From an optimization exercise on the open Yosys and OpenROAD flow, aimed at small area, a short achievable clock period and few clock cycles per item; shortcuts taken in it are not production practice. Where RTL was checked, it was by simulation tests only, not by an equivalence proof against the original. No functional check of the RTL was part of runs 1 and 2. Power is estimated from default activity; no workload was simulated.

==> flow/design.v <==
module glade_div (
    input  wire        clk,
    input  wire        rst,
    input  wire        start,
    input  wire [1:0]  op,
    input  wire [63:0] a,
    input  wire [63:0] b,
    output wire        ready,
    output wire        done,
    output wire [63:0] result
);
    reg st_s1, st_run, st_move, st_neg, st_done;
    reg rdy;
    reg [63:0] rem;        
    reg [67:0] opd;        
    reg        cin;        
    reg [63:0] bq;         
    reg [4:0]  cnt;        
    reg        want_rem;   
    reg        sa;         
    reg        sb;         
    reg        qsel;       
    reg        sk;         
    reg        dz;         
    function [6:0] nlz64(input [63:0] x);
        reg [15:0] v4;
        reg [31:0] c4;
        reg [7:0]  v8;
        reg [23:0] c8;
        reg [3:0]  v16;
        reg [15:0] c16;
        reg [1:0]  v32;
        reg [9:0]  c32;
        reg [3:0]  n;
        integer i;
        begin
            for (i = 0; i < 16; i = i + 1) begin
                n = x[4*i +: 4];
                v4[i] = |n;
                c4[2*i +: 2] = n[3] ? 2'd0 : n[2] ? 2'd1 : n[1] ? 2'd2 : 2'd3;
            end
            for (i = 0; i < 8; i = i + 1) begin
                v8[i] = v4[2*i+1] | v4[2*i];
                c8[3*i +: 3] = v4[2*i+1] ? {1'b0, c4[2*(2*i+1) +: 2]} : {1'b1, c4[2*(2*i) +: 2]};
            end
            for (i = 0; i < 4; i = i + 1) begin
                v16[i] = v8[2*i+1] | v8[2*i];
                c16[4*i +: 4] = v8[2*i+1] ? {1'b0, c8[3*(2*i+1) +: 3]} : {1'b1, c8[3*(2*i) +: 3]};
            end
            for (i = 0; i < 2; i = i + 1) begin
                v32[i] = v16[2*i+1] | v16[2*i];
                c32[5*i +: 5] = v16[2*i+1] ? {1'b0, c16[4*(2*i+1) +: 4]} : {1'b1, c16[4*(2*i) +: 4]};
            end
            if (v32[1])      nlz64 = {2'b00, c32[9:5]};
            else if (v32[0]) nlz64 = {2'b01, c32[4:0]};
            else             nlz64 = 7'd64;
        end
    endfunction
    function [67:0] add68(input [67:0] x, input [67:0] y, input ci);
        reg [67:0] g, p;
        integer i, l;
        begin
            p = x ^ y;
            g = x & y;
            g[0] = g[0] | (p[0] & ci);
            add68[0] = p[0] ^ ci;
            for (l = 0; l < 7; l = l + 1)
                for (i = 67; i >= 0; i = i - 1)
                    if ((i % (2 << l)) == (2 << l) - 1) begin
                        g[i] = g[i] | (p[i] & g[i - (1 << l)]);
                        p[i] = p[i] & p[i - (1 << l)];
                    end
            for (l = 5; l >= 0; l = l - 1)
                for (i = 67; i >= 0; i = i - 1)
                    if (i >= (3 << l) - 1 && (i % (2 << l)) == (1 << l) - 1) begin
                        g[i] = g[i] | (p[i] & g[i - (1 << l)]);
                        p[i] = p[i] & p[i - (1 << l)];
                    end
            for (i = 1; i < 68; i = i + 1)
                add68[i] = x[i] ^ y[i] ^ g[i - 1];
        end
    endfunction
    wire [67:0] rx   = {4'b0000, rem};
    wire [67:0] opd2 = {opd[66:0], cin};
    wire [67:0] sum  = add68(rx, opd, cin);
    wire [67:0] sum2 = add68(rx, opd2, cin);
    wire [67:0] cs_s = rx ^ opd ^ opd2;
    wire [67:0] cs_c = (rx & opd) | (rx & opd2) | (opd & opd2);
    wire [67:0] sum3 = add68(cs_s, {cs_c[66:0], cin}, cin);
    wire        fit1 = ~sum[67];
    wire        fit2 = ~sum2[67];
    wire        fit3 = ~sum3[67];
    wire [63:0] rnext = fit3 ? sum3[63:0] : fit2 ? sum2[63:0] : sum[63:0];
    wire        a_neg = op[0] & a[63];
    wire        b_neg = op[0] & b[63];
    wire [63:0] ax    = a ^ {64{a_neg}};         
    wire [63:0] bx    = b ^ {64{b_neg}};         
    wire [6:0]  nla    = nlz64(ax);
    wire [6:0]  nlb    = nlz64(bx);
    wire [5:0]  nlb6   = nlb[6] ? 6'd63 : nlb[5:0];
    wire [7:0]  s8     = {2'b00, nlb6} + {7'd0, a_neg} - {1'b0, nla};
    wire        b_zero = ~|b;
    wire        skip   = s8[7] | b_zero;
    wire [63:0] skipres = want_rem ? (opd[63:0] ^ {64{sa}}) : {64{dz}};
    reg  [67:0] bsl;
    integer k;
    always @* begin
        bsl = {{4{sb}}, bq};
        for (k = 4; k >= 0; k = k - 1)
            if (cnt[k]) bsl = bsl << (2 << k);
    end
    wire [67:0] bsh   = bsl ^ {68{~sb}};
    wire        neg   = want_rem ? sa : (sa ^ sb);
    wire        last  = (cnt == 5'd0);
    wire        busy  = st_s1 | st_run | st_move | st_neg;
    wire        acc   = rdy & start;
    wire        fin   = (acc & skip) | (st_run & last & ~neg) | st_neg;
    assign ready  = rdy;
    assign done   = st_done;
    assign result = sk ? skipres : qsel ? bq : rem;
    always @(posedge clk) begin
        if (rst) begin
            st_s1   <= 1'b0;
            st_run  <= 1'b0;
            st_move <= 1'b0;
            st_neg  <= 1'b0;
            st_done <= 1'b0;
            rdy     <= 1'b1;
        end else begin
            st_s1   <= acc & ~skip;
            st_run  <= st_s1 | (st_run & ~last);
            st_move <= st_run & last & neg & ~want_rem;
            st_neg  <= (st_run & last & neg & want_rem) | st_move;
            st_done <= fin;
            rdy     <= fin | (rdy & ~start);
        end
    end
    always @(posedge clk) begin
        if (st_run & fit1)
            rem <= rnext;
        else if (st_s1)
            rem <= sum[63:0];
        else if (st_neg)
            rem <= ~sum[63:0];
        else if (st_move)
            rem <= bq;
        else if (~busy)
            rem <= 64'd0;
        opd <= ~busy              ? {4'b0000, ax} :
               st_s1              ? bsh :
               (st_run & ~last)   ? {2'b11, opd[67:2]} : {68{1'b1}};
        cin <= ~busy              ? a_neg :
               st_s1              ? ~sb :
               (st_run & ~last)   ? cin : 1'b0;
        bq  <= ~busy ? b :
               st_s1 ? 64'd0 : {bq[61:0], fit2, fit1 & (fit3 | ~fit2)};
        cnt <= ~busy ? s8[5:1] : st_run ? cnt - 5'd1 : cnt;
        if (~busy) begin
            want_rem <= op[1];
            sa       <= a_neg;
            sb       <= b_neg;
            qsel     <= ~op[1] & ~(a_neg ^ b_neg);
            sk       <= skip;
            dz       <= b_zero;
        end
    end
endmodule
==> flow/run.sh <==
#!/bin/bash
# synth_recipe.tcl (not shown) runs the flow's synth.tcl, then flattens the netlist and writes it again
# the make line also repeats each setting of config.mk as NAME=value (left out here)
make -C /OpenROAD-flow-scripts/flow DESIGN_CONFIG=/design/flow/config.mk WORK_HOME=/design/flow/orfs CLKGATE_MAP_FILE= SYNTH_SCRIPT=/design/flow/synth_recipe.tcl finish
==> flow/config.mk <==
export PLATFORM = sky130hd
export DESIGN_NAME = glade_div
export DESIGN_NICKNAME = glade_div
export VERILOG_FILES = /design/flow/design.v
export SDC_FILE = /design/flow/constraint.sdc
export NUM_CORES = 4
export LEC_CHECK = 0
export CAP_MARGIN = 20
export CORE_MARGIN = 2
export CORE_UTILIZATION = 40
export GPL_TIMING_DRIVEN = 0
export PLACE_DENSITY = 0.6
export SETUP_SLACK_MARGIN = 0.1
export SLEW_MARGIN = 20
==> flow/constraint.sdc <==
create_clock -name core_clock -period 5.0 [get_ports {clk}]
set_input_delay 1.0000 -clock core_clock [delete_from_list [all_inputs] [get_ports {clk}]]
set_output_delay 1.0000 -clock core_clock [all_outputs]
set_load 0.01 [all_outputs]
==> results of run 1 <==
sequential cells by signal, indices dropped and copies added (netlist names):
| name | count |
|---|---|
| cin | 1 |
| cnt | 5 |
| sa | 1 |
| dz | 1 |
| bq | 64 |
| sb | 1 |
| qsel | 1 |
| want_rem | 1 |
| rem | 64 |
| st_done | 1 |
| st_s1 | 1 |
| opd | 68 |
| st_run | 1 |
| st_neg | 1 |
| rdy | 1 |
| sk | 1 |
| st_move | 1 |
final cells by class:
type | count | area (um^2) | share of cell area (%)
multi-input cells | 3088 | 23500 | 67.3
flip-flops and latches | 214 | 5060 | 14.5
repair buffers | 239 | 2340 | 6.69
well taps | 959 | 1200 | 3.43
plain buffers | 244 | 1130 | 3.23
clock buffers | 38 | 865 | 2.47
inverters | 189 | 714 | 2.04
clock inverters | 15 | 121 | 0.347
diodes | 6 | 15.0 | 0.0429
final timing paths:
path / start / endpoint / cells after the start / slack (ns)
max: opd[15] / bq[0] / 19 / 0.17
min: rdy / st_done / 2 / 0.50
max reg2reg: opd[15] / bq[0] / 19 / 0.17
min reg2reg: rdy / st_done / 2 / 0.50
cell usage in the layout (no fill, tap or decap), drive strengths merged, types with 17 or more instances in the layout:
| master | count |
|---|---|
| a31oi | 21 |
| inv | 195 |
| nand2b | 28 |
| dfxtp | 138 |
| nor2b | 37 |
| a21boi | 19 |
| fa | 161 |
| clkbuf | 222 |
| xnor2 | 201 |
| a221oi | 73 |
| dlygate4sd2 | 19 |
| nand2 | 473 |
| xor2 | 97 |
| dlymetal6s2s | 20 |
| o21bai | 27 |
| o21a | 17 |
| o221ai | 20 |
| mux2i | 199 |
| nor2 | 208 |
| or3 | 32 |
| buf | 118 |
| o211ai | 23 |
| o22ai | 86 |
| nor3 | 41 |
| a211oi | 38 |
| edfxtp | 76 |
| nand3 | 80 |
| a21o | 73 |
| nand4 | 34 |
| a21oi | 405 |
| o31ai | 25 |
| o21ai | 281 |
| ha | 208 |
| clkdlybuf4s50 | 142 |
worst max-delay path, delay by kind of cell (launching register included):
family	cells	cell delay [ns]
AOI/OAI and AO/OA	6	1.24
adders and majority gates	2	0.89
buffers and inverters	7	1.04
DFF	1	0.74
and+or+nand+nor	4	0.77
what timing repair did:
item | in CTS | in global routing
gates resized for setup | 211 | 104
pin swaps | 37 | 35
setup endpoints to repair | 95 | 69
buffers inserted | 25 | 23
report_power, final:
part           total (mW)  internal (mW)  switching, mW
combinational        17.8           7.30           10.5
clock                2.23           1.27          0.954
sequential           3.88           2.36           1.52
metrics by stage:
stage	utilization [%]	hold slack (ns)	setup WS [ns]	cells	area (um^2)
after global placement	44.8	0.491	-4.20	4884	32700
after floorplan	-	0.466	0.103	3736	29600
after CTS	47.3	0.517	0.0922	4963	34500
after detailed placement	44.8	0.504	-4.21	4886	32800
after global routing	47.8	0.521	-0.0206	4988	35000
final	47.9	0.497	0.175	4992	35000
cell families after synthesis:
family | share of synthesized area (%)
flip-flops | 17.0
multiplexers | 7.60
buffers and inverters | 5.79
adder cells (fa/ha/maj) | 19.7
XOR/XNOR | 8.81
AND/OR/NAND/NOR | 15.5
AO/OA/AOI/OAI | 25.5
layer usage:
layer	global-route usage (%)	share of wire, %	vias up
li1	-	-	13997
met3	7.09	9.9	444
met1	44.7	38	14915
met4	22.7	7.4	4
met5	0	0.049	-
met2	58.9	45	1694
==> qor.yml, run 1 <==
status: "no timing/DRC/antenna violations"
leakage_nw: 14.8
path_cells: "fa_1 > ha_1 > nand4_1 > nor2_1 > and4_1 > a2111oi_4 > buf_6 > o21bai_4 > a31oi_4 > buf_12 > buf_6 > buf_4 > o31a_1 > a211oi_4 > buf_12 > buf_4 > buf_6 > nand2_1 > a32o_1"
core.rowCount: 99
hold_buffers: 0
synth_edf_count: 76
hpwl_um: 114000
maxSlewViolCount: 0
fmax_mhz: 207
ys_async_sr_fraction_pct: 0
synth_nets: 4238
viasPerCell: 6.22
grt_max_degree: 38
h-tree-depth: 1
finClkSkew_ns: 0.0198
layout-drive-gt1-share_pct: 9.26
antenna_found_initial: 13
critPathSlowestCell: "dfxtp_1"
floorplan.initialDensity_pct: 40.5
synthesis.area_um2: 29600
finalHoldViolCount: 0
crit_type: "register to register"
critical_path.endpoint_type: "register"
clk_pin_slew_ns: 0.07
peakVddDrop_v: 0.000319
cts_buffer_depth: 3
cp.required_ns: 5.51
nNetsFinal: 4507
cp-start-kind: "register"
avgSynthCellArea_um2: 7.93
period_needed_ns: 4.83
remaining_drc_errors: 0
fill_cells: 7401
cts_tree: "built"
yosys_warnings: 1
wl_per_cell_um: 28.8
cpPeakStageDelay_ns: 0.74
synth_area_leaders: "fa_1 11%, dfxtp_1 9.3%, ha_1 8.8%"
cts_sinks: 214
dieArea_um2: 76200
syn_inst: 3736
clock_latency_ns: 0.61
ys_types: 81
io_pins: 199
grt_usage_pct: 36.4
synth_top_area_share_pct: 10.9
core_region_area_um2: 73100
wl_um: 144000
die_h_um: 276
setup_viol: 0
gr-total-overflow: 0
power_mw: 23.9
drt_pass1_iterations: 17
io_buffers: 189
via_count: 31054
synth-seq-cells: 214
gp_congestion: 1.02
finalCritPeriodShare_pct: 96.5
grt_pass1_vias: 30404
synthTopCellsByCount: "472 x nand2_1, 405 x a21oi_1, 265 x o21ai_0, 208 x ha_1, 208 x nor2_1"
critPathArrivalTime_ns: 5.33
yosysMostFrequentCell: "nand2_1"
die_w_um: 276
ys_seq_area_share_pct: 17.0
tritoncts.num_buffers: 29
cap_violations: 0
final_antenna_net_count: 0
hold_class: "register to register"
synth.largest_area_cell: "fa_1"
synthToLayoutAreaGrowth_pct: 18.1
root_buffer: "clkbuf_16"
synthFlopType: "dfxtp_1"
tightest_slew_ns: 1.19
relSlewSlack_pct: 20.8
grt_pass1_wl_um: 206000
critPathMaxFanout: 10
critPathMostFrequentCell: "buf_6"
fin_setup_tns_ns: 0
powerDensity_nw_per_um2: 683
drt-initial-drc-count: 3149
==> inputs of run 2 (changes only) <==
--- a/flow/config.mk
+++ b/flow/config.mk
@@ -12,3 +12,3 @@
 export PLACE_DENSITY = 0.6
-export SETUP_SLACK_MARGIN = 0.1
+export SETUP_SLACK_MARGIN = 0.2
 export SLEW_MARGIN = 20
==> qor.yml, run 2 <==
avgSynthCellArea_um2: 7.93  # unchanged
tightest_slew_ns: 1.22  # +0.0311 ns
cp-start-kind: "register"
peakVddDrop_v: 0.000313  # -1.8%
critPathMaxFanout: 3  # -7
hold_class: "register to register"
io_pins: 199  # unchanged
synth-seq-cells: 214  # unchanged
grt-busiest-layer: "met2"
rsz0062_at_grt: "true"
synth_top_area_share_pct: 10.9  # unchanged
fmax_mhz: 209  # +0.79%
core_region_area_um2: 73100  # unchanged
gr-total-overflow: 0  # unchanged
synthFlopType: "dfxtp_1"
layout_common_cells: "464 x nand2_1, 394 x a21oi_1, 248 x o21ai_0"
p_sw_share_pct: 53.8  # -0.48 points
ff2ff_path_depth: 21  # +2
dieArea_um2: 76200  # unchanged
grt_pass1_vias: 30437  # +0.11%
synth_edf_count: 76  # unchanged
gp_congestion: 1.01  # -1.2%
hold_buffers: 0  # unchanged
finalHoldViolCount: 0  # unchanged
synthTopCellsByCount: "472 x nand2_1, 405 x a21oi_1, 265 x o21ai_0, 208 x ha_1, 208 x nor2_1"
relSlewSlack_pct: 18.8  # -2.1 points
grt_pass1_wl_um: 209000  # +1.5%
status: "no timing/DRC/antenna violations"
ys_async_sr_fraction_pct: 0  # unchanged
largest_register_ffs: 68  # unchanged
final_common_cell: "nand2_1"
setup_viol: 0  # unchanged
worstHoldEndpoint: "st_done"
antenna_found_initial: 6  # -7
ys_types: 81  # unchanged
hold-path-cell-count: 2  # unchanged
critPathArrivalTime_ns: 5.11  # -0.22 ns
met2_usage_pct: 60.1  # +1.2 points
h-tree-depth: 1  # unchanged
setup.worst_path.start: "rem[1]"
power_mw: 24.4  # +2.2%
period_needed_ns: 4.79  # -0.0376 ns
synthesis.area_um2: 29600  # unchanged
wl_per_cell_um: 29.3  # +1.7%
internal_power_mw: 11.3  # +3.2%
die_h_um: 276  # unchanged
via_count: 31146  # +0.30%
synth_area_leaders: "fa_1 11%, dfxtp_1 9.3%, ha_1 8.8%"
cp.required_ns: 5.32  # -0.19 ns
synth_fa_ha_area_share_pct: 19.7  # unchanged
synth_xor_area_share_pct: 8.81  # unchanged
wl_um: 147000  # +2.0%
combPwrFrac_pct: 75.0  # +0.6 points
cpPeakStageDelay_ns: 0.54  # -0.20 ns
finalCritPeriodShare_pct: 95.8  # -0.75 points
holdWs_ns: 0.514  # +0.0171 ns
r2r_end: "rem[59]"
die_w_um: 276  # unchanged
powerDensity_nw_per_um2: 690  # +1.0%
remaining_drc_errors: 0  # unchanged
nNetsFinal: 4527  # +0.44%
synthToLayoutAreaGrowth_pct: 19.5
viasPerCell: 6.22  # about the same
yosys_warnings: 1  # unchanged
path_cells: "inv_2 > fa_1 > inv_1 > fa_2 > a21oi_4 > nor2_2 > or4_4 > a2111oi_4 > buf_6 > o21bai_4 > a31oi_4 > buf_12 > o31ai_4 > a21boi_2 > buf_4 > inv_2 > a31o_4 > fa_2 > xor2_1 > mux2i_1 > o21ai_1"
crit_type: "register to register"
post-route-util_pct: 48.4  # +0.55 points
drt-initial-drc-count: 2857  # -9.3%
holdCritStartpoint: "rdy"
yosysMostFrequentCell: "nand2_1"
critical_path.endpoint_type: "register"
tritoncts.num_buffers: 29  # unchanged
ys_seq_area_share_pct: 17.0  # unchanged
grt_usage_pct: 37.2  # +0.73 points
finClkSkew_ns: 0.0302  # +0.0104 ns
core.rowCount: 99  # unchanged
maxSlewViolCount: 0  # unchanged
p_sw_mw: 13.1  # +1.3%
grt.met1_usage_pct: 45.1  # +0.40 points
cts_tree: "built"
syn_inst: 3736  # unchanged
final_antenna_net_count: 0  # unchanged
synth_compound_area_share_pct: 25.5  # unchanged
leakage_nw: 15.0  # +1.1%
rr_startpoint: "rem[1]"
drt_pass1_iterations: 17  # unchanged
cts_sinks: 214  # unchanged
cts_buffer_depth: 3  # unchanged
io_buffers: 189  # unchanged
regMostFlops: "opd"
critPathSlowestCell: "or4_4"
reg_top3: "opd x68, bq x64, rem x64"
root_buffer: "clkbuf_16"
fill_cells: 7347  # -0.73%
floorplan.initialDensity_pct: 40.5  # unchanged
hpwl_um: 115000  # +1.0%
pwr-share-clk_pct: 9.1  # -0.2 points
clock_latency_ns: 0.61  # about the same
synth-simple-area-share_pct: 15.5  # unchanged
seqPwrFrac_pct: 15.9  # -0.3 points
layout-drive-gt1-share_pct: 10.4  # +1.2 points
synthMuxAreaShare_pct: 7.60  # unchanged
synth.largest_area_cell: "fa_1"
synth_top_family_by_area: "compound AO/OA/AOI/OAI gates"
grt_max_degree: 38  # unchanged
use_met3_pct: 8.87  # +1.8 points
clk_pin_slew_ns: 0.07  # about the same
cap_violations: 0  # unchanged
reg2reg_slack_ns: 0.21  # +0.04 ns
synth_nets: 4238  # unchanged
## run 2: cell counts after synthesis
Identical to the previous run, type by type.
## run 2: cell type report
type / count / area, um^2 / area share [%]
tap: 959 / 1200 / 3.39
clock buffer: 40 / 891 / 2.52
inverter: 189 / 717 / 2.03
buffer: 245 / 1180 / 3.33
timing repair buffer: 258 / 2590 / 7.33
antenna: 2 / 5.00 / 0.0141
clock inverter: 13 / 98.8 / 0.279
multi-input combinational: 3088 / 23600 / 66.8
sequential: 214 / 5080 / 14.4
## run 2: worst max-delay path: cells and delay by family (launching register included)
kind            cells  cell delay, ns
simple gates        2            0.60
fa+ha+maj           3            1.16
xor+xnor            1            0.14
flops               1            0.41
mux                 1            0.14
compound gates      8            1.42
buf+inv             6            0.61
## run 2: per-layer routing
| layer | up-vias | routed length (um) |
|---|---|---|
| met3 | 428 | 14300 |
| met4 | 4 | 10000 |
| met1 | 15109 | 56300 |
| met2 | 1579 | 65900 |
| met5 | - | 14 |
| li1 | 14026 | - |
## run 2: how the worst max path moves through the flow
stage	end	slack, ns
after floorplan	st_done	0.20
after global routing	rem[59]	0.09
after detailed placement	st_s1	-4.04
after global placement	st_s1	-3.99
final	rem[59]	0.21
after CTS	rem[59]	0.1
## run 2: cells by family (layout without fill, tap and decap cells)
| logic type | Yosys count | after routing |
|---|---|---|
| buffers and inverters | 434 | 745 |
| muxes | 218 | 218 |
| DFF | 214 | 214 |
| AOI/OAI and AO/OA | 1182 | 1182 |
| adders and majority gates | 369 | 369 |
| other | 0 | 2 |
| xor gates and xnor gates | 298 | 298 |
| and+or+nand+nor | 1021 | 1021 |
## run 2: power by group through the flow
stage,Combinational [mW],Clock [mW],Sequential [mW]
finish,18.3,2.22,3.88
CTS,17.7,2.22,3.79
global placement,16.7,0,3.83
floorplan,11.8,0,3.05
detailed placement,16.7,0,3.83
global route,19.9,2.28,3.90
## run 2: per-stage QoR
step / area, um^2 / setup slack (ns) / std cells / setup TNS [ns]
floorplan: 29600 / 0.203 / 3736 / 0
global placement: 32700 / -3.99 / 4884 / -241.61
detailed placement: 32800 / -4.04 / 4885 / -89.59
CTS: 34800 / 0.0959 / 4975 / 0
global route: 35400 / 0.0862 / 5006 / 0
finish: 35400 / 0.212 / 5008 / 0
## run 2: what timing repair did
| action | 4_1_cts | 5_1_grt |
|---|---|---|
| gates cloned | 2 | 0 |
| buffers inserted | 35 | 31 |
| pin swaps | 42 | 40 |
| setup endpoints to repair | 124 | 85 |
| resized for setup | 220 | 132 |
==> inputs of run 3 (changes only) <==
--- a/flow/design.v
+++ b/flow/design.v
@@ -14,3 +14,3 @@
     reg [63:0] rem;        
-    reg [67:0] opd;        
+    reg [64:0] opd;        
     reg        cin;        
@@ -83,7 +83,8 @@
     wire [67:0] rx   = {4'b0000, rem};
-    wire [67:0] opd2 = {opd[66:0], cin};
-    wire [67:0] sum  = add68(rx, opd, cin);
+    wire [67:0] opdx = {3'b111, opd};
+    wire [67:0] opd2 = {opdx[66:0], cin};
+    wire [67:0] sum  = add68(rx, opdx, cin);
     wire [67:0] sum2 = add68(rx, opd2, cin);
-    wire [67:0] cs_s = rx ^ opd ^ opd2;
-    wire [67:0] cs_c = (rx & opd) | (rx & opd2) | (opd & opd2);
+    wire [67:0] cs_s = rx ^ opdx ^ opd2;
+    wire [67:0] cs_c = (rx & opdx) | (rx & opd2) | (opdx & opd2);
     wire [67:0] sum3 = add68(cs_s, {cs_c[66:0], cin}, cin);
@@ -148,5 +149,5 @@
             rem <= 64'd0;
-        opd <= ~busy              ? {4'b0000, ax} :
-               st_s1              ? bsh :
-               (st_run & ~last)   ? {2'b11, opd[67:2]} : {68{1'b1}};
+        opd <= ~busy              ? {1'b0, ax} :
+               st_s1              ? bsh[64:0] :
+               (st_run & ~last)   ? {2'b11, opd[64:2]} : {65{1'b1}};
         cin <= ~busy              ? a_neg :
--- a/flow/config.mk
+++ b/flow/config.mk
@@ -12,3 +12,3 @@
 export PLACE_DENSITY = 0.6
-export SETUP_SLACK_MARGIN = 0.2
+export SETUP_SLACK_MARGIN = 0.1
 export SLEW_MARGIN = 20
==> qor.yml, run 3 <==
status: "no timing/DRC/antenna violations"
synth_top_area_share_pct: 11.0  # +0.10 points
drt_pass1_iterations: 6  # -11
leakage_nw: 14.1  # -5.9%
layout_common_cells: "389 x nand2_1, 309 x a21oi_1, 280 x o21ai_0"
cp-start-kind: "register"
final_common_cell: "nand2_1"
wl_per_cell_um: 27.7  # -5.2%
largest_register_ffs: 65  # -4.4%
io_buffers: 191  # +1.1%
synthesis.area_um2: 29300  # -0.94%
finClkSkew_ns: 0.0137  # -0.0165 ns
layout-drive-gt1-share_pct: 7.37  # -3.1 points
synthFlopType: "dfxtp_1"
powerDensity_nw_per_um2: 547  # -21%
yosys_warnings: 1  # unchanged
placed_cells: 4819  # -1.4%
clk_pin_slew_ns: 0.06  # about the same
ys_seq_area_share_pct: 17.0  # -0.043 points
cap_violations: 0  # unchanged
post-route-util_pct: 47.0  # -1.4 points
ys_async_sr_fraction_pct: 0  # unchanged
antenna_found_initial: 4  # -2
maxSlewViolCount: 0  # unchanged
tritoncts.num_buffers: 27  # -6.9%
setup.worst_path.start: "want_rem"
root_buffer: "clkbuf_16"
ys_types: 78  # -3.7%
tightest_slew_ns: 1.34  # +0.120 ns
die_w_um: 275  # -0.47%
synth_nets: 4164  # -1.7%
synthTopCellsByCount: "392 x nand2_1, 316 x a21oi_1, 297 x o21ai_0, 207 x clkbuf_1, 205 x ha_1"
reg_top3: "opd x65, bq x64, rem x64"
die_h_um: 275  # -0.47%
syn_inst: 3665  # -1.9%
grt_pass1_wl_um: 197000  # -5.6%
critPathMaxFanout: 10  # +7
holdWs_ns: 0.484  # -0.0300 ns
grt_pass1_vias: 29332  # -3.6%
fin_area_um2: 34200  # -3.2%
gp_congestion: 1.00  # -0.97%
hold_class: "register to register"
synth_edf_count: 76  # unchanged
synth_area_leaders: "fa_1 11%, dfxtp_1 9.2%, ha_1 8.7%"
cts_sinks: 211  # -1.4%
critical_path.endpoint_type: "output pin"
io_pins: 199  # unchanged
rr_startpoint: "cin"
holdCritStartpoint: "rdy"
via_count: 30928  # -0.70%
power_mw: 18.7  # -23%
floorplan.initialDensity_pct: 40.3  # -0.25 points
placed_cell_area_um2: 32500  # -0.69%
wl_um: 136000  # -7.3%
peakVddDrop_v: 0.000307  # -2.0%
viasPerCell: 6.31  # +1.5%
fmax_mhz: 205  # -1.6%
avgSynthCellArea_um2: 8.00  # +0.98%
core.rowCount: 99  # unchanged
finalCritPeriodShare_pct: 97.3  # +1.6 points
cp.required_ns: 4.00  # -1.32 ns
crit_type: "register to output pin"
cts_buffer_depth: 3  # unchanged
clock_latency_ns: 0.61  # about the same
core_region_area_um2: 72800  # -0.34%
dieArea_um2: 75500  # -0.93%
setup_viol: 0  # unchanged
finalHoldViolCount: 0  # unchanged
rsz0062_at_grt: "false"
fin_cells: 4899  # -2.2%
drt-initial-drc-count: 3447  # +21%
relSlewSlack_pct: 10.7  # -8.0 points
nNetsFinal: 4414  # -2.5%
regMostFlops: "opd"
final_antenna_net_count: 0  # unchanged
period_needed_ns: 4.87  # +0.0792 ns
hold_buffers: 0  # unchanged
synthToLayoutAreaGrowth_pct: 16.7
grt_usage_pct: 35.2  # -2.0 points
synth.largest_area_cell: "fa_1"
critPathArrivalTime_ns: 3.87  # -1.24 ns
grt_max_degree: 38  # unchanged
synth-seq-cells: 211  # -1.4%
cts_tree: "built"
hpwl_um: 108000  # -6.5%
h-tree-depth: 1  # unchanged
yosysMostFrequentCell: "nand2_1"
remaining_drc_errors: 0  # unchanged
gr-total-overflow: 0  # unchanged
==> run 3: changes by cell type after synthesis, sizes merged, moves of 17 or more <==
cell / previous run / this run
nand2b: 28 / 45
a21o: 73 / 94
o22a: 3 / 22
mux2i: 199 / 180
clkbuf: 181 / 207
nand2: 473 / 392
a211oi: 38 / 79
nor2: 208 / 155
a21oi: 405 / 316
o21ai: 281 / 300
o211ai: 23 / 91
a31o: 7 / 29
==> run 3: final timing paths <==
path	end	cells past startpoint	slack, ns
worst max-delay path	result[31]	7	0.13
worst min-delay path	st_s1	2	0.48
worst max register to register	rem[63]	18	0.18
worst min register to register	st_s1	2	0.48
==> run 3: layer usage <==
metal	global-route usage (%)	vias to the layer above	routed length [um]
met4	17.4	0	7680
li1	-	13870	-
met3	7.93	394	15200
met5	0	-	0
met1	46.8	14889	54800
met2	53.6	1775	58200
==> run 3: area by class of cell <==
cell class	count	area, um^2
Clock inverter	12	104
Multi-Input combinational cell	3013	23100
Tap cell	959	1200
Fill cell	7326	38600
Sequential cell	211	5030
Antenna cell	4	10.0
Timing Repair Buffer	222	2200
Clock buffer	38	841
Inverter	184	699
Buffer	256	1070
==> run 3: critical path, stage by stage (launching register included) <==
cell and delay, ns:
edfxtp_1 0.32, clkbuf_1 0.38, clkbuf_1 0.90, clkbuf_1 0.59, a21oi_1 0.13, nand2_1 0.09
o21ai_0 0.25, clkdlybuf4s50_1 0.58
==> run 3: logic make-up (layout without fill, tap and decap cells) <==
logic type	count (synthesis)	after routing	share of synthesized area, %
xor gates and xnor gates	291	291	8.69
AOI/OAI and AO/OA	1257	1257	27.6
and+or+nand+nor	900	900	14.2
buffers and inverters	441	712	5.84
DFF	211	211	17.0
muxes	199	199	6.91
adders and majority gates	366	366	19.7
other	0	4	0
==> run 3: timing repair <==
| item | CTS | global route |
|---|---|---|
| buffers inserted | 15 | 12 |
| setup endpoints to repair | 94 | 55 |
| gates resized for setup | 103 | 101 |
| pin swaps | 9 | 21 |
==> run 3: per-stage QoR <==
| stage | setup TNS (ns) | setup slack (ns) |
|---|---|---|
| final | 0 | 0.133 |
| after floorplan | 0 | 0.0951 |
| after CTS | 0 | 0.0894 |
| after global routing | 0 | 0.0761 |
| after detailed placement | -46.09 | -2.18 |
| after global placement | -106.31 | -2.20 |
==> run 3: report_power, final <==
part	leakage [nW]	internal [mW]	total [mW]	switching (mW)
sequential	2.01	2.20	3.51	1.31
clock	0.471	1.19	2.13	0.945
combinational	11.6	5.41	13.1	7.68
Testbench counts of run 3, summed over its fixed seeds: cycles 24,582, items 2,400.
==> inputs of run 4 (changes only) <==
--- a/flow/config.mk
+++ b/flow/config.mk
@@ -9,5 +9,5 @@
 export CORE_MARGIN = 2
-export CORE_UTILIZATION = 40
+export CORE_UTILIZATION = 50
 export GPL_TIMING_DRIVEN = 0
-export PLACE_DENSITY = 0.6
+export PLACE_DENSITY = 0.7
 export SETUP_SLACK_MARGIN = 0.1
==> qor.yml, run 4 <==
synth.largest_area_cell: "fa_1"
dieArea_um2: 60600  # -20%
grt_max_degree: 35  # -7.9%
synthToLayoutAreaGrowth_pct: 15.5
hpwl_um: 102000  # -4.9%
io_pins: 199  # unchanged
reg_top3: "opd x65, bq x64, rem x64"
seqCellArea_um2: 5030  # about the same
core_region_area_um2: 57800  # -21%
fin_area_um2: 33900  # -1.1%
critical_path.endpoint_type: "register"
cap_violations: 0  # unchanged
relSlewSlack_pct: 14.8  # +4.1 points
clk_pin_slew_ns: 0.07  # about the same
synth_fa_ha_area_share_pct: 19.7  # unchanged
fin_cells: 4699  # -4.1%
fill_cells: 5488  # -25%
peakVddDrop_v: 0.000253  # -18%
layout-drive-gt1-share_pct: 7.20  # -0.17 points
grt_usage_pct: 41.6  # +6.5 points
ys_seq_area_share_pct: 17.0  # unchanged
multiInputGateArea_um2: 23000  # -0.21%
placed_cell_area_um2: 32300  # -0.81%
drt_pass1_iterations: 8  # +2
nNetsFinal: 4411  # -0.068%
crit_type: "register to register"
ys_types: 78  # unchanged
setup_slack_ns: 0.125  # -0.00776 ns
wl_per_cell_um: 27.5  # -0.85%
holdWs_ns: 0.472  # -0.0127 ns
synth_top_family_by_area: "compound AO/OA/AOI/OAI gates"
via_count: 31247  # +1.0%
layout_common_cells: "389 x nand2_1, 310 x a21oi_1, 280 x o21ai_0"
synth_compound_area_share_pct: 27.6  # unchanged
io_buffers: 191  # unchanged
gp_congestion: 1.06  # +5.4%
clock_latency_ns: 0.58  # -0.03 ns
synthMuxAreaShare_pct: 6.91  # unchanged
cp.required_ns: 5.32  # +1.32 ns
cts_sinks: 211  # unchanged
viasPerCell: 6.65  # +5.3%
tritoncts.num_buffers: 25  # -7.4%
grt_pass1_vias: 29700  # +1.3%
power_mw: 18.7  # -0.28%
synth-seq-cells: 211  # unchanged
placed_cells: 4624  # -4.0%
finClkSkew_ns: 0.0230  # +0.00931 ns
fmax_mhz: 205  # -0.16%
root_buffer: "clkbuf_16"
cp-start-kind: "register"
gr-total-overflow: 0  # unchanged
synth_xor_area_share_pct: 8.69  # unchanged
grt_pass1_wl_um: 189000  # -4.3%
leakage_nw: 14.0  # -0.59%
yosys_warnings: 1  # unchanged
yosysMostFrequentCell: "nand2_1"
drt-initial-drc-count: 4040  # +17%
post-place-ws_ns: -2.27  # -0.0837 ns
rsz0062_at_grt: "true"
regMostFlops: "opd"
period_needed_ns: 4.87  # +0.00776 ns
fin_setup_tns_ns: 0  # unchanged
critPathMaxFanout: 10  # unchanged
tightest_slew_ns: 1.26  # -0.0789 ns
critPathArrivalTime_ns: 5.19  # +1.32 ns
cts_tree: "built"
floorplan.initialDensity_pct: 50.7  # +10 points
maxSlewViolCount: 0  # unchanged
ys_async_sr_fraction_pct: 0  # unchanged
synthTopCellsByCount: "392 x nand2_1, 316 x a21oi_1, 297 x o21ai_0, 207 x clkbuf_1, 205 x ha_1"
finalCritPeriodShare_pct: 97.5  # +0.16 points
status: "no timing/DRC/antenna violations"
finalHoldViolCount: 0  # unchanged
synth_nets: 4164  # unchanged
synthesis.area_um2: 29300  # unchanged
synth_edf_count: 76  # unchanged
h-tree-depth: 1  # unchanged
die_w_um: 246  # -10%
powerDensity_nw_per_um2: 552  # +0.82%
antenna_found_initial: 3  # -1
hold_class: "register to register"
synth-simple-area-share_pct: 14.2  # unchanged
die_h_um: 246  # -10%
final_antenna_net_count: 0  # unchanged
remaining_drc_errors: 0  # unchanged
syn_inst: 3665  # unchanged
cts_buffer_depth: 3  # unchanged
avgSynthCellArea_um2: 8.00  # unchanged
setup_viol: 0  # unchanged
synthFlopType: "dfxtp_1"
core.rowCount: 88  # -11%
wl_um: 129000  # -4.9%
final_common_cell: "nand2_1"
synth_top_area_share_pct: 11.0  # unchanged
synth_area_leaders: "fa_1 11%, dfxtp_1 9.2%, ha_1 8.7%"
largest_register_ffs: 65  # unchanged
post-route-util_pct: 58.6  # +12 points
[run 4: cell counts after synthesis]
No cell type changed its count.
[run 4: layout make-up]
type | instances | area share, %
clock inverters | 10 | 0.303
multi-input cells | 3013 | 68.0
clock buffers | 36 | 2.37
repair buffers | 220 | 6.36
diodes | 3 | 0.0222
plain buffers | 257 | 3.19
flip-flops and latches | 211 | 14.9
inverters | 184 | 2.05
well taps | 765 | 2.83
[run 4: kinds of logic after synthesis]
| kind of cell | count (synthesis) |
|---|---|
| adder cells (fa/ha/maj) | 366 |
| multiplexers | 199 |
| AND/OR/NAND/NOR | 900 |
| flip-flops | 211 |
| AO/OA/AOI/OAI | 1257 |
| XOR/XNOR | 291 |
| buffers and inverters | 441 |
[run 4: final timing paths]
kind | start | to | slack [ns] | depth (start not counted)
worst min register to register | rdy | st_s1 | 0.47 | 2
worst max-delay path | rem[0] | rem[49] | 0.13 | 15
worst max register to register | rem[0] | rem[49] | 0.13 | 15
worst min-delay path | rdy | st_s1 | 0.47 | 2
[run 4: routing by layer]
metal  up-vias  wire length, um  global-route usage, %  part of all wire, %
li1      13867                -                      -                    -
met1     14917            48600                   53.4                   38
met2      1993            54600                   62.1                   42
met3       468            17600                   12.3                   14
met4         2             8390                   23.7                  6.5
met5         -               12                      0               0.0093
[run 4: where the power goes]
part	switching (mW)	internal [mW]	leakage (nW)	total (mW)
clock network	0.888	1.18	0.447	2.07
logic	7.72	5.42	11.6	13.1
registers	1.28	2.20	2.01	3.48
[run 4: what timing repair did]
action	CTS	global route
cloned	0	0
endpoints found under the setup margin	120	95
hold buffers	0	0
pin swaps	8	12
setup buffers	14	12
gates resized for setup	91	109
[run 4: worst max-delay path, stage by stage, from the launching register on]
cell and delay [ns]:
edfxtp_1 0.42, inv_1 0.13, ha_2 0.19, or2_2 0.11, fa_2 0.20, a21o_1 0.13
a41o_1 0.27, o211ai_1 0.10, buf_4 0.16, a21oi_2 0.29, o2111ai_1 0.30, a2111o_1 0.67
nand2_1 0.23, clkbuf_1 0.83, o211ai_1 0.27, a31o_1 0.28
==> inputs of run 5 (changes only) <==
--- a/flow/config.mk
+++ b/flow/config.mk
@@ -9,6 +9,7 @@
 export CORE_MARGIN = 2
-export CORE_UTILIZATION = 50
+export CORE_UTILIZATION = 40
 export GPL_TIMING_DRIVEN = 0
-export PLACE_DENSITY = 0.7
-export SETUP_SLACK_MARGIN = 0.1
+export PLACE_DENSITY = 0.6
+export SETUP_SLACK_MARGIN = 0.2
 export SLEW_MARGIN = 20
+export TNS_END_PERCENT = 30
==> qor.yml, run 5 <==
status: "no timing/DRC/antenna violations"
seqCellArea_um2: 5040  # +0.22%
powerDensity_nw_per_um2: 551  # -0.19%
maxSlewViolCount: 0  # unchanged
leakage_nw: 14.3  # +1.9%
gp_congestion: 1.01  # -4.6%
h-tree-depth: 1  # unchanged
critPathSlowestCell: "clkbuf_1"
p_sw_share_pct: 52.9  # about the same
tritoncts.num_buffers: 29  # +16%
clock_latency_ns: 0.63  # +0.05 ns
critical_path.endpoint_type: "output pin"
cts_tree: "built"
final_antenna_net_count: 0  # unchanged
ys_async_sr_fraction_pct: 0  # unchanged
core.rowCount: 99  # +13%
critPathArrivalTime_ns: 3.86  # -1.33 ns
synth_area_leaders: "fa_1 11%, dfxtp_1 9.2%, ha_1 8.7%"
finalHoldViolCount: 0  # unchanged
synth_edf_count: 76  # unchanged
wl_per_cell_um: 27.8  # +0.99%
hpwl_um: 108000  # +5.1%
grt_max_degree: 37  # +5.7%
final_common_cell: "nand2_1"
critPathMostFrequentCell: "clkbuf_1"
critPathMaxFanout: 10  # unchanged
cts_sinks: 211  # unchanged
period_needed_ns: 4.86  # -0.0121 ns
grt_pass1_vias: 29681  # -0.064%
fill_cells: 7405  # +35%
finClkSkew_ns: 0.0215  # -0.00150 ns
gr-total-overflow: 0  # unchanged
core_region_area_um2: 72800  # +26%
cp.required_ns: 4.00  # -1.32 ns
synthToLayoutAreaGrowth_pct: 17.6
crit_buf_inv: 4  # +1
crit_type: "register to output pin"
die_h_um: 275  # +12%
hold_buffers: 0  # unchanged
layout_common_cells: "388 x nand2_1, 310 x a21oi_1, 276 x o21ai_0"
nNetsFinal: 4416  # +0.11%
die_w_um: 275  # +12%
peakVddDrop_v: 0.000316  # +25%
multiInputGateArea_um2: 23200  # +0.80%
io_pins: 199  # unchanged
hold_class: "register to register"
wl_um: 136000  # +5.4%
regMostFlops: "opd"
ys_seq_area_share_pct: 17.0  # unchanged
synth_nets: 4164  # unchanged
layout-drive-gt1-share_pct: 8.20  # +1.0 points
dieArea_um2: 75500  # +25%
viasPerCell: 6.31  # -5.0%
cap_violations: 0  # unchanged
avgSynthCellArea_um2: 8.00  # unchanged
fin_cells: 4902  # +4.3%
cp_top_family: "buffers and inverters"
syn_inst: 3665  # unchanged
io_buffers: 191  # unchanged
tightest_slew_ns: 1.24  # -0.0186 ns
fmax_mhz: 206  # +0.25%
finalCritPeriodShare_pct: 97.3  # -0.24 points
cpPeakStageDelay_ns: 0.84  # about the same
synthFlopType: "dfxtp_1"
yosysMostFrequentCell: "nand2_1"
reg_top3: "opd x65, bq x64, rem x64"
cp-start-kind: "register"
post-route-util_pct: 47.4  # -11 points
internal_power_mw: 8.94  # +1.6%
drt-initial-drc-count: 3376  # -16%
remaining_drc_errors: 0  # unchanged
rsz0062_at_grt: "true"
ys_types: 78  # unchanged
clk_pin_slew_ns: 0.07  # about the same
root_buffer: "clkbuf_16"
synthTopCellsByCount: "392 x nand2_1, 316 x a21oi_1, 297 x o21ai_0, 207 x clkbuf_1, 205 x ha_1"
synth-seq-cells: 211  # unchanged
synth_top_area_share_pct: 11.0  # unchanged
floorplan.initialDensity_pct: 40.3  # -10 points
placed_cells: 4819  # +4.2%
placed_cell_area_um2: 32600  # +0.84%
pwr-share-clk_pct: 12.0  # +0.9 points
setup_viol: 0  # unchanged
largest_register_ffs: 65  # unchanged
yosys_warnings: 1  # unchanged
via_count: 30955  # -0.93%
synth.largest_area_cell: "fa_1"
power_mw: 19.0  # +1.6%
drt_pass1_iterations: 8  # unchanged
combPwrFrac_pct: 69.5  # -0.8 points
path_cells: "clkbuf_1 > clkbuf_1 > clkbuf_1 > a21oi_1 > nand2_1 > o21ai_0 > clkdlybuf4s50_1"
fin_area_um2: 34500  # +1.8%
p_sw_mw: 10.1  # +1.6%
relSlewSlack_pct: 17.2  # +2.4 points
seqPwrFrac_pct: 18.5  # about the same
cts_buffer_depth: 3  # unchanged
grt_usage_pct: 35.2  # -6.5 points
synthesis.area_um2: 29300  # unchanged
antenna_found_initial: 2  # -1
grt_pass1_wl_um: 197000  # +4.6%
## run 5: cell counts after synthesis
No cell type changed its count.
## run 5: power groups by stage
stage / Combinational [mW] / Sequential, mW / Clock (mW)
after global placement: 12.5 / 3.43 / 0
after CTS: 12.8 / 3.40 / 2.25
after global routing: 14.4 / 3.50 / 2.31
after floorplan: 8.86 / 2.73 / 0
after detailed placement: 12.5 / 3.43 / 0
final: 13.2 / 3.52 / 2.27
## run 5: worst min-delay path, delay by kind of cell (launching register included)
family / cells / cell delay (ns)
and+or+nand+nor: 2 / 0.11
DFF: 1 / 0.33
## run 5: final timing paths
check | start | end | slack [ns] | depth (start not counted)
max | want_rem | result[32] | 0.14 | 7
min | rdy | st_s1 | 0.48 | 2
max reg2reg | rem[8] | rem[47] | 0.24 | 15
min reg2reg | rdy | st_s1 | 0.48 | 2
## run 5: cells by family (layout without fill, tap and decap cells)
family	count (synthesis)	after routing	share of synthesized area (%)
AND/OR/NAND/NOR	900	900	14.2
XOR/XNOR	291	291	8.69
adder cells (fa/ha/maj)	366	366	19.7
AO/OA/AOI/OAI	1257	1257	27.6
flip-flops	211	211	17.0
buffers and inverters	441	716	5.84
multiplexers	199	199	6.91
other	0	3	0
## run 5: cell type report
type | count | area share [%]
antenna | 3 | 0.0218
sequential | 211 | 14.6
buffer | 257 | 3.19
clock inverter | 19 | 0.635
timing repair buffer | 221 | 6.44
inverter | 184 | 2.02
multi-input combinational | 3013 | 67.3
tap | 959 | 3.48
clock buffer | 35 | 2.26
## run 5: timing repair
item / CTS / global route
setup buffers: 16 / 10
pin swaps: 12 / 26
setup endpoints to repair: 138 / 128
gates resized for setup: 125 / 145
## run 5: through the flow
step | hold WS [ns] | TNS, ns | setup WS (ns)
after floorplan | 0.466 | 0 | 0.166
after global placement | 0.468 | -103.55 | -2.07
after global routing | 0.515 | 0 | 0.0459
after detailed placement | 0.466 | -45.34 | -2.13
final | 0.478 | 0 | 0.137
after CTS | 0.477 | 0 | 0.0775
## run 5: per-layer routing
layer | vias to the layer above | track usage, % | routed length (um)
li1 | 13893 | - | -
met3 | 395 | 9.20 | 15200
met5 | - | 0 | 0
met1 | 14947 | 45.5 | 54300
met2 | 1720 | 54.1 | 58700
met4 | 0 | 17.9 | 7900
==> inputs of run 6 (changes only) <==
--- a/flow/config.mk
+++ b/flow/config.mk
@@ -14,2 +14 @@
 export SLEW_MARGIN = 20
-export TNS_END_PERCENT = 30
==> qor.yml, run 6 <==
status: "no timing/DRC/antenna violations"
h-tree-depth: 1  # unchanged
dieArea_um2: 75500  # unchanged
layout_common_cells: "388 x nand2_1, 310 x a21oi_1, 275 x o21ai_0"
core_region_area_um2: 72800  # unchanged
crit_type: "register to output pin"
grt_pass1_vias: 29706  # +0.084%
ff2ff_path_depth: 15  # unchanged
synth.largest_area_cell: "fa_1"
leakage_nw: 14.3  # +0.24%
largest_register_ffs: 65  # unchanged
regMostFlops: "opd"
grt_usage_pct: 35.2  # unchanged
drt-initial-drc-count: 3329  # -1.4%
setup_slack_ns: 0.224  # +0.0869 ns
wl_met2_um: 58600  # -0.24%
crit_buf_inv: 4  # unchanged
hold-path-cell-count: 2  # unchanged
floorplan.initialDensity_pct: 40.3  # unchanged
final_common_cell: "nand2_1"
pwr-share-clk_pct: 12.0  # about the same
top_layer_used: "met4"
synthFlopType: "dfxtp_1"
io_pins: 199  # unchanged
rsz0062_at_grt: "true"
remaining_drc_errors: 0  # unchanged
powerDensity_nw_per_um2: 550  # about the same
syn_inst: 3665  # unchanged
wl_per_cell_um: 27.7  # -0.11%
synthesis.area_um2: 29300  # unchanged
clock_latency_ns: 0.63  # about the same
ys_seq_area_share_pct: 17.0  # unchanged
combPwrFrac_pct: 69.6  # about the same
root_buffer: "clkbuf_16"
die_w_um: 275  # unchanged
finalCritPeriodShare_pct: 95.5  # -1.7 points
critPathMostFrequentCell: "clkbuf_2"
gp_congestion: 1.01  # unchanged
critPathSlowestCell: "clkdlybuf4s50_1"
yosysMostFrequentCell: "nand2_1"
final_antenna_net_count: 0  # unchanged
multiInputGateArea_um2: 23300  # +0.17%
cpPeakStageDelay_ns: 0.66  # -0.18 ns
synth_nets: 4164  # unchanged
fmax_mhz: 209  # +1.8%
relSlewSlack_pct: 17.3  # +0.043 points
synth_area_leaders: "fa_1 11%, dfxtp_1 9.2%, ha_1 8.7%"
synthTopCellsByCount: "392 x nand2_1, 316 x a21oi_1, 297 x o21ai_0, 207 x clkbuf_1, 205 x ha_1"
cts_tree: "built"
finClkSkew_ns: 0.0276  # +0.00604 ns
reg_top3: "opd x65, bq x64, rem x64"
ys_async_sr_fraction_pct: 0  # unchanged
cp-start-kind: "register"
wl_um: 136000  # about the same
io_buffers: 191  # unchanged
nNetsFinal: 4420  # +0.091%
critical_path.endpoint_type: "output pin"
wl_met1_um: 54400  # +0.15%
finalHoldViolCount: 0  # unchanged
cap_violations: 0  # unchanged
critPathMaxFanout: 10  # unchanged
rr_startpoint: "rem[8]"
antenna_found_initial: 2  # unchanged
post-route-util_pct: 47.5  # +0.10 points
via_count: 31066  # +0.36%
grt_pass1_wl_um: 197000  # about the same
gr-total-overflow: 0  # unchanged
worstHoldEndpoint: "st_s1"
internal_power_mw: 8.96  # +0.20%
drt_pass1_iterations: 8  # unchanged
cts_buffer_depth: 3  # unchanged
maxSlewViolCount: 0  # unchanged
placed_cell_area_um2: 32600  # unchanged
p_sw_mw: 10.1  # +0.13%
clk_pin_slew_ns: 0.06  # about the same
r2r_end: "rem[47]"
fin_setup_tns_ns: 0  # unchanged
seqPwrFrac_pct: 18.5  # about the same
critPathArrivalTime_ns: 3.78  # -0.08 ns
power_mw: 19.0  # +0.16%
cts_sinks: 211  # unchanged
synth-seq-cells: 211  # unchanged
grt_max_degree: 37  # unchanged
layout-drive-gt1-share_pct: 8.37  # +0.17 points
cp.required_ns: 4.00  # about the same
avgSynthCellArea_um2: 8.00  # unchanged
yosys_warnings: 1  # unchanged
holdCritStartpoint: "rdy"
ys_types: 78  # unchanged
reg2reg_slack_ns: 0.25  # about the same
die_h_um: 275  # unchanged
synth_edf_count: 76  # unchanged
viasPerCell: 6.33  # +0.30%
wl_met3_um: 15000  # -1.5%
synthToLayoutAreaGrowth_pct: 17.8
p_sw_share_pct: 52.9  # about the same
tritoncts.num_buffers: 29  # unchanged
fin_area_um2: 34600  # +0.21%
hold_class: "register to register"
cp_top_family: "buffers and inverters"
setup_viol: 0  # unchanged
seqCellArea_um2: 5040  # unchanged
peakVddDrop_v: 0.000326  # +3.3%
tightest_slew_ns: 1.24  # -0.000644 ns
synth_top_area_share_pct: 11.0  # unchanged
fill_cells: 7395  # -0.14%
hpwl_um: 108000  # unchanged
post-place-ws_ns: -2.13  # unchanged
path_cells: "clkbuf_1 > clkbuf_2 > clkbuf_2 > xnor2_1 > a21oi_1 > nand2_1 > o21ai_0 > clkdlybuf4s50_1"
core.rowCount: 99  # unchanged
period_needed_ns: 4.78  # -0.0869 ns
-- run 6: cell counts after synthesis --
No cell type changed its count.
-- run 6: area by class of cell --
class	instances	share of cell area (%)
buffer	257	3.19
antenna	2	0.0145
inverter	184	2.02
tap	959	3.47
sequential	211	14.6
clock buffer	35	2.25
timing repair buffer	225	6.52
multi-input combinational	3013	67.3
clock inverter	19	0.634
-- run 6: worst max path at each step --
stage / from / end / slack (ns) / cells past startpoint
6_report: sa / result[61] / 0.22 / 8
5_1_grt: rem[11] / rem[47] / 0.08 / 15
4_1_cts: rem[11] / rem[47] / 0.16 / 15
3_5_place_dp: op[0] / st_done / -2.13 / 23
3_3_place_gp: op[0] / st_done / -2.07 / 23
2_1_floorplan: op[0] / st_done / 0.17 / 21
-- run 6: through the flow --
stage / hold WS (ns) / std cells
5_1_grt: 0.515 / 4903
6_report: 0.478 / 4905
4_1_cts: 0.477 / 4892
3_5_place_dp: 0.466 / 4819
2_1_floorplan: 0.466 / 3665
3_3_place_gp: 0.468 / 4815
-- run 6: timing repair --
action | 4_1_cts | 5_1_grt
resized for setup | 132 | 147
buffers inserted | 19 | 11
hold buffers | 0 | 0
pin swaps | 12 | 33
setup endpoints to repair | 138 | 117
-- run 6: power by group through the flow --
stage | clock (mW) | sequential [mW] | combinational (mW)
2_1_floorplan | 0 | 2.73 | 8.86
3_3_place_gp | 0 | 3.43 | 12.5
3_5_place_dp | 0 | 3.43 | 12.5
4_1_cts | 2.25 | 3.40 | 12.8
5_1_grt | 2.31 | 3.50 | 14.4
6_report | 2.28 | 3.51 | 13.2
-- run 6: cell families (layout without fill, tap and decap cells) --
logic type | count (synthesis) | in the layout | synth area share (%)
xor gates and xnor gates | 291 | 291 | 8.69
DFF | 211 | 211 | 17.0
adders and majority gates | 366 | 366 | 19.7
buffers and inverters | 441 | 720 | 5.84
other | 0 | 2 | 0
muxes | 199 | 199 | 6.91
and+or+nand+nor | 900 | 900 | 14.2
AOI/OAI and AO/OA | 1257 | 1257 | 27.6
-- run 6: routing by layer --
layer  GRT usage, %  up-vias
li1               -    13915
met1           45.4    15003
met2           54.1     1712
met3           9.20      436
met4           17.9        0
met5              0        -
-- run 6: tightest hold or removal path: stages (launching register included) --
cell	delay, ns
dfxtp_1	0.33
nand2_1	0.07
nor3_1	0.04
==> inputs of run 7 (changes only) <==
--- a/flow/config.mk
+++ b/flow/config.mk
@@ -9,5 +9,5 @@
 export CORE_MARGIN = 2
-export CORE_UTILIZATION = 40
+export CORE_UTILIZATION = 35
 export GPL_TIMING_DRIVEN = 0
-export PLACE_DENSITY = 0.6
+export PLACE_DENSITY = 0.5
 export SETUP_SLACK_MARGIN = 0.2
==> qor.yml, run 7 <==
yosysMostFrequentCell: "nand2_1"
h-tree-depth: 1  # unchanged
leakage_nw: 14.3  # about the same
grt_usage_pct: 32.4  # -2.7 points
synth_top_area_share_pct: 11.0  # unchanged
synth_area_leaders: "fa_1 11%, dfxtp_1 9.2%, ha_1 8.7%"
hpwl_um: 115000  # +6.5%
grt_pass1_wl_um: 206000  # +4.2%
cts_buffer_depth: 3  # unchanged
yosys_warnings: 1  # unchanged
reg_top3: "opd x65, bq x64, rem x64"
power_mw: 19.3  # +1.4%
synth-seq-cells: 211  # unchanged
status: "no timing/DRC/antenna violations"
clock_latency_ns: 0.63  # about the same
io_buffers: 191  # unchanged
root_buffer: "clkbuf_16"
core.rowCount: 106  # +7.1%
post-route-util_pct: 41.9  # -5.6 points
fmax_mhz: 213  # +1.5%
die_h_um: 294  # +6.8%
cts_tree: "built"
layout_common_cells: "388 x nand2_1, 307 x a21oi_1, 276 x o21ai_0"
finalCritPeriodShare_pct: 94.1  # -1.4 points
cp-start-kind: "register"
io_pins: 199  # unchanged
gp_congestion: 0.984  # -2.2%
viasPerCell: 6.12  # -3.4%
critical_path.endpoint_type: "output pin"
placed_cell_area_um2: 32700  # +0.46%
die_w_um: 294  # +6.8%
fin_setup_tns_ns: 0  # unchanged
finClkSkew_ns: 0.0400  # +0.0125 ns
floorplan.initialDensity_pct: 35.2  # -5.1 points
placed_cells: 4940  # +2.5%
layout-drive-gt1-share_pct: 8.85  # +0.48 points
final_common_cell: "nand2_1"
final_antenna_net_count: 0  # unchanged
via_count: 30815  # -0.81%
avgSynthCellArea_um2: 8.00  # unchanged
wl_per_cell_um: 28.5  # +2.7%
clk_pin_slew_ns: 0.06  # about the same
core_region_area_um2: 83300  # +14%
ys_async_sr_fraction_pct: 0  # unchanged
drt_pass1_iterations: 5  # -3
grt_pass1_vias: 29315  # -1.3%
synth_nets: 4164  # unchanged
cpPeakStageDelay_ns: 0.65  # about the same
period_needed_ns: 4.71  # -0.0704 ns
largest_register_ffs: 65  # unchanged
tritoncts.num_buffers: 28  # -3.4%
nNetsFinal: 4434  # +0.32%
synthFlopType: "dfxtp_1"
regMostFlops: "opd"
dieArea_um2: 86100  # +14%
maxSlewViolCount: 0  # unchanged
synth_edf_count: 76  # unchanged
cts_sinks: 211  # unchanged
finalHoldViolCount: 0  # unchanged
ys_types: 78  # unchanged
synthToLayoutAreaGrowth_pct: 18.9
wl_um: 144000  # +5.4%
synth.largest_area_cell: "fa_1"
crit_type: "register to output pin"
powerDensity_nw_per_um2: 553  # +0.46%
cp.required_ns: 4.00  # about the same
tightest_slew_ns: 1.12  # -0.124 ns
synthTopCellsByCount: "392 x nand2_1, 316 x a21oi_1, 297 x o21ai_0, 207 x clkbuf_1, 205 x ha_1"
grt_max_degree: 38  # +2.7%
antenna_found_initial: 1  # -1
fin_cells: 5037  # +2.7%
ys_seq_area_share_pct: 17.0  # unchanged
critPathMaxFanout: 10  # unchanged
fin_area_um2: 34900  # +0.91%
drt-initial-drc-count: 3008  # -9.6%
path_cells: "clkbuf_2 > clkbuf_1 > buf_1 > nand2_1 > o21ai_0 > clkdlybuf4s50_1"
syn_inst: 3665  # unchanged
cap_violations: 0  # unchanged
relSlewSlack_pct: 25.6  # +8.3 points
hold_buffers: 0  # unchanged
hold_class: "register to register"
gr-total-overflow: 0  # unchanged
remaining_drc_errors: 0  # unchanged
rsz0062_at_grt: "true"
synthesis.area_um2: 29300  # unchanged
peakVddDrop_v: 0.000304  # -6.9%
critPathSlowestCell: "clkdlybuf4s50_1"
antennaDiodeCount: 0  # -2
critPathArrivalTime_ns: 3.71  # -0.07 ns
setup_viol: 0  # unchanged
-- run 7: cell counts after synthesis --
No cell type changed its count.
-- run 7: path summary, 6_finish.rpt --
check,start,to,slack [ns],cells after the start
max,sk,result[60],0.29,6
min reg2reg,rdy,st_s1,0.50,2
min,rdy,st_s1,0.50,2
max reg2reg,opd[49],rem[36],0.32,13
-- run 7: area by class of cell --
class | count | area [um^2]
timing repair buffer | 240 | 2340
fill | 8625 | 48400
sequential | 211 | 5050
inverter | 184 | 698
multi-input combinational | 3013 | 23300
buffer | 257 | 1100
clock buffer | 35 | 800
tap | 1080 | 1350
clock inverter | 17 | 220
-- run 7: logic make-up (layout without fill, tap and decap cells) --
family                   after synthesis  after routing  synth area share (%)
AND/OR/NAND/NOR                      900            900                  14.2
XOR/XNOR                             291            291                  8.69
buffers and inverters                441            733                  5.84
flip-flops                           211            211                  17.0
AO/OA/AOI/OAI                       1257           1257                  27.6
adder cells (fa/ha/maj)              366            366                  19.7
multiplexers                         199            199                  6.91
-- run 7: worst max-delay path: cells and delay by family, from the launching register on --
kind            cells  cell delay (ns)
buf+inv             4             2.34
simple gates        1             0.09
compound gates      1             0.24
flops               1             0.43
-- run 7: timing repair --
item,4_1_cts,5_1_grt
setup buffers,20,25
gates resized for setup,150,119
pin swaps,15,27
endpoints found under the setup margin,134,67
cloned,0,0
-- run 7: layer usage --
| layer | GRT usage, % | vias up | wire length [um] |
|---|---|---|---|
| li1 | - | 13926 | - |
| met1 | 44.2 | 14976 | 61000 |
| met2 | 50.5 | 1590 | 62300 |
| met3 | 6.11 | 323 | 13400 |
| met4 | 12.6 | 0 | 6820 |
| met5 | 0 | - | 0 |
-- run 7: power breakdown --
group	internal, mW	switching (mW)
sequential	2.21	1.34
combinational	5.52	7.91
clock	1.31	1.00
total	9.04	10.2
-- run 7: per-stage QoR --
| step | worst slack, ns | hold slack [ns] |
|---|---|---|
| after floorplan | 0.166 | 0.466 |
| after global placement | -2.28 | 0.465 |
| after detailed placement | -2.28 | 0.483 |
| after CTS | 0.157 | 0.494 |
| after global routing | 0.157 | 0.537 |
| final | 0.295 | 0.498 |
==> inputs of run 8 (changes only) <==
--- a/flow/config.mk
+++ b/flow/config.mk
@@ -12,3 +12,3 @@
 export PLACE_DENSITY = 0.5
-export SETUP_SLACK_MARGIN = 0.2
+export SETUP_SLACK_MARGIN = 0.3
 export SLEW_MARGIN = 20
==> qor.yml, run 8 <==
regMostFlops: "opd"
critPathArrivalTime_ns: 5.06  # +1.35 ns
cts_sinks: 211  # unchanged
viasPerCell: 6.07  # -0.74%
cap_violations: 0  # unchanged
io_pins: 199  # unchanged
status: "no timing/DRC/antenna violations"
critical_path.endpoint_type: "register"
rr_startpoint: "opd[38]"
clk_pin_slew_ns: 0.07  # about the same
p_sw_share_pct: 53.2  # +0.066 points
synthFlopType: "dfxtp_1"
synthTopCellsByCount: "392 x nand2_1, 316 x a21oi_1, 297 x o21ai_0, 207 x clkbuf_1, 205 x ha_1"
setup_viol: 0  # unchanged
placed_cell_area_um2: 32700  # about the same
final_antenna_net_count: 0  # unchanged
fin_area_um2: 34900  # about the same
nNetsFinal: 4440  # +0.14%
tightest_slew_ns: 1.07  # -0.0475 ns
ys_seq_area_share_pct: 17.0  # unchanged
synth_top_area_share_pct: 11.0  # unchanged
hold_class: "register to register"
dieArea_um2: 86100  # unchanged
h-tree-depth: 1  # unchanged
grt_max_degree: 38  # unchanged
finalCritPeriodShare_pct: 93.9  # -0.20 points
grt_pass1_vias: 29889  # +2.0%
critPathSlowestCell: "dfxtp_1"
ff2ff_path_depth: 14  # +1
final_common_cell: "nand2_1"
synth.largest_area_cell: "fa_1"
avgSynthCellArea_um2: 8.00  # unchanged
crit_path_end: "rem[41]"
drt_pass1_iterations: 6  # +1
setup.worst_path.start: "opd[38]"
gr-total-overflow: 0  # unchanged
io_buffers: 191  # unchanged
wl_um: 143000  # -0.13%
floorplan.initialDensity_pct: 35.2  # unchanged
seqCellArea_um2: 5050  # +0.15%
gp_congestion: 0.982  # -0.26%
synthesis.area_um2: 29300  # unchanged
layout-drive-gt1-share_pct: 9.21  # +0.36 points
synth_nets: 4164  # unchanged
path_cells: "fa_1 > ha_1 > and4_1 > nand2_1 > nor3_2 > o211ai_1 > buf_4 > a31oi_1 > nor2_2 > buf_4 > a31oi_4 > clkbuf_2 > a211oi_1 > o22a_1"
combPwrFrac_pct: 70.5  # +0.9 points
cts_buffer_depth: 3  # unchanged
grt_pass1_wl_um: 206000  # +0.27%
fmax_mhz: 213  # +0.22%
crit_type: "register to register"
remaining_drc_errors: 0  # unchanged
seqPwrFrac_pct: 18.4  # about the same
yosysMostFrequentCell: "nand2_1"
leakage_nw: 14.4  # +0.56%
finalHoldViolCount: 0  # unchanged
syn_inst: 3665  # unchanged
root_buffer: "clkbuf_16"
power_mw: 19.2  # -0.39%
core.rowCount: 106  # unchanged
via_count: 30637  # -0.58%
drt-initial-drc-count: 2770  # -7.9%
cp.required_ns: 5.37  # +1.37 ns
reg_top3: "opd x65, bq x64, rem x64"
cp-start-kind: "register"
finClkSkew_ns: 0.0288  # -0.0112 ns
layout_common_cells: "387 x nand2_1, 306 x a21oi_1, 272 x o21ai_0"
synth-seq-cells: 211  # unchanged
p_sw_mw: 10.2  # -0.27%
rsz0062_at_grt: "true"
wl_per_cell_um: 28.4  # -0.29%
die_h_um: 294  # unchanged
pwr-share-clk_pct: 11.1  # -0.9 points
period_needed_ns: 4.70  # -0.0102 ns
core_region_area_um2: 83300  # unchanged
ys_async_sr_fraction_pct: 0  # unchanged
powerDensity_nw_per_um2: 551  # -0.45%
hold_buffers: 0  # unchanged
multiInputGateArea_um2: 23300  # +0.13%
reg2reg_slack_ns: 0.30  # -0.02 ns
relSlewSlack_pct: 28.7  # +3.2 points
yosys_warnings: 1  # unchanged
critPathMaxFanout: 10  # unchanged
synth_area_leaders: "fa_1 11%, dfxtp_1 9.2%, ha_1 8.7%"
ys_types: 78  # unchanged
maxSlewViolCount: 0  # unchanged
fin_setup_tns_ns: 0  # unchanged
r2r_end: "rem[41]"
grt_usage_pct: 32.4  # about the same
largest_register_ffs: 65  # unchanged
internal_power_mw: 8.99  # -0.53%
synthToLayoutAreaGrowth_pct: 18.9  # about the same
cts_tree: "built"
hpwl_um: 114000  # -0.73%
cpPeakStageDelay_ns: 0.78  # +0.13 ns
synth_edf_count: 76  # unchanged
critPathMostFrequentCell: "buf_4"
fill_cells: 8632  # +0.081%
die_w_um: 294  # unchanged
tritoncts.num_buffers: 29  # +3.6%
peakVddDrop_v: 0.000302  # -0.65%
clock_latency_ns: 0.62  # about the same
antenna_found_initial: 3  # +2
[run 8: cell types whose count changed in the layout (fill, tap and decap cells not counted), moves of 4 or more]
| cell | change |
|---|---|
| dlymetal6s2s_1 | +4 |
| buf_4 | +5 |
| o21ai_0 | -4 |
| clkbuf_4 | +4 |
| o21ai_2 | +5 |
| clkinv_2 | +5 |
| clkbuf_1 | -5 |
| clkdlybuf4s50_1 | -6 |
[run 8: worst min path at each step]
stage,from,cells after the start,slack [ns],endpoint
2_1_floorplan,bq[61],2,0.47,bq[63]
3_3_place_gp,rdy,2,0.47,st_s1
3_5_place_dp,rdy,2,0.47,st_s1
4_1_cts,rdy,2,0.48,st_s1
5_1_grt,rdy,2,0.52,st_s1
6_report,rdy,2,0.49,st_s1
[run 8: cells by family (layout without fill, tap and decap cells)]
group | count (synthesis) | after routing | share of synthesized area [%]
simple gates | 900 | 900 | 14.2
fa+ha+maj | 366 | 366 | 19.7
other cells | 0 | 1 | 0
mux | 199 | 199 | 6.91
compound gates | 1257 | 1257 | 27.6
flops | 211 | 211 | 17.0
xor+xnor | 291 | 291 | 8.69
buf+inv | 441 | 740 | 5.84
[run 8: worst max-delay path: cells and delay by family (launching register included)]
kind                     cells  cell delay [ns]
AO/OA/AOI/OAI                5             1.10
flip-flops                   1             0.78
AND/OR/NAND/NOR              4             0.82
buffers and inverters        3             0.82
adder cells (fa/ha/maj)      2             0.91
[run 8: through the flow]
stage | utilization [%] | std cells | hold WS [ns] | setup slack, ns
6_report | 41.9 | 5045 | 0.487 | 0.305
5_1_grt | 41.9 | 5044 | 0.517 | 0.212
4_1_cts | 41.1 | 5014 | 0.480 | 0.236
3_5_place_dp | 39.3 | 4939 | 0.470 | -2.38
3_3_place_gp | 39.2 | 4936 | 0.467 | -2.34
2_1_floorplan | - | 3665 | 0.466 | 0.248
[run 8: layout make-up]
| class | instances | share of cell area, % |
|---|---|---|
| multi-input cells | 3013 | 66.9 |
| inverters | 184 | 2.00 |
| repair buffers | 245 | 6.85 |
| clock inverters | 19 | 0.384 |
| flip-flops and latches | 211 | 14.5 |
| clock buffers | 35 | 2.23 |
| plain buffers | 257 | 3.27 |
| well taps | 1080 | 3.87 |
| diodes | 1 | 0.00717 |
[run 8: per-layer routing]
| metal | up-vias | global-route usage [%] | part of all wire [%] |
|---|---|---|---|
| met5 | - | 0 | 0.012 |
| met4 | 2 | 13.2 | 4.7 |
| met3 | 334 | 5.52 | 8.5 |
| met2 | 1414 | 51.4 | 44 |
| met1 | 14957 | 43.5 | 42 |
| li1 | 13930 | - | - |
[run 8: timing repair]
action	4_1_cts	5_1_grt
setup buffers	21	30
resized for setup	187	116
endpoints found under the hold margin	0	0
setup endpoints to repair	163	63
pin swaps	22	37
[run 8: power groups by stage]
stage,logic (mW),clock network (mW),registers (mW)
finish,13.5,2.13,3.54
global route,14.8,2.18,3.52
CTS,13.0,2.12,3.45
detailed placement,12.7,0,3.47
global placement,12.7,0,3.48
floorplan,8.86,0,2.73

[re-timing with driven ports]
The results above use ideal ports. As a check the final layouts listed here were re-extracted and re-timed, cells and wires unchanged. Step 1: set_driving_cell puts a clkbuf_16 on clk and a buf_2 on each other input, an assumption about the parent block. Step 2 adds t to the input delays and takes it off the output delays; t is the mean of the earliest and latest rising clock arrival at the registers after step 1. Input paths then give back, and output paths get back, about the clock's delay inside the block. Three values: no drivers, after step 1, after step 2; two values: the first two.
run | t (ns) | setup slack, ns | slew at the worst register clock pin (ns) | pins driven straight from the clock port
run 1 | 0.666 | 0.175 / 0.175 / -0.486 | 0.07 / 0.07 | 1
run 2 | 0.654 | 0.212 / 0.212 / -0.421 | 0.07 / 0.07 | 1
run 3 | 0.668 | 0.133 / 0.070 / -0.348 | 0.07 / 0.07 | 1
run 4 | 0.637 | 0.125 / 0.125 / -0.434 | 0.07 / 0.07 | 1
run 5 | 0.680 | 0.137 / 0.072 / -0.263 | 0.08 / 0.08 | 1
run 6 | 0.686 | 0.224 / 0.158 / -0.301 | 0.08 / 0.08 | 1
run 7 | 0.673 | 0.295 / 0.229 / -0.245 | 0.08 / 0.08 | 1
run 8 | 0.669 | 0.305 / 0.277 / -0.217 | 0.07 / 0.07 | 1
Met with ideal ports but missed after step 2: setup timing in every run listed. The setup slack of run 1, which loses most, moves by 0.000 ns with the drivers and by -0.661 ns with both steps.
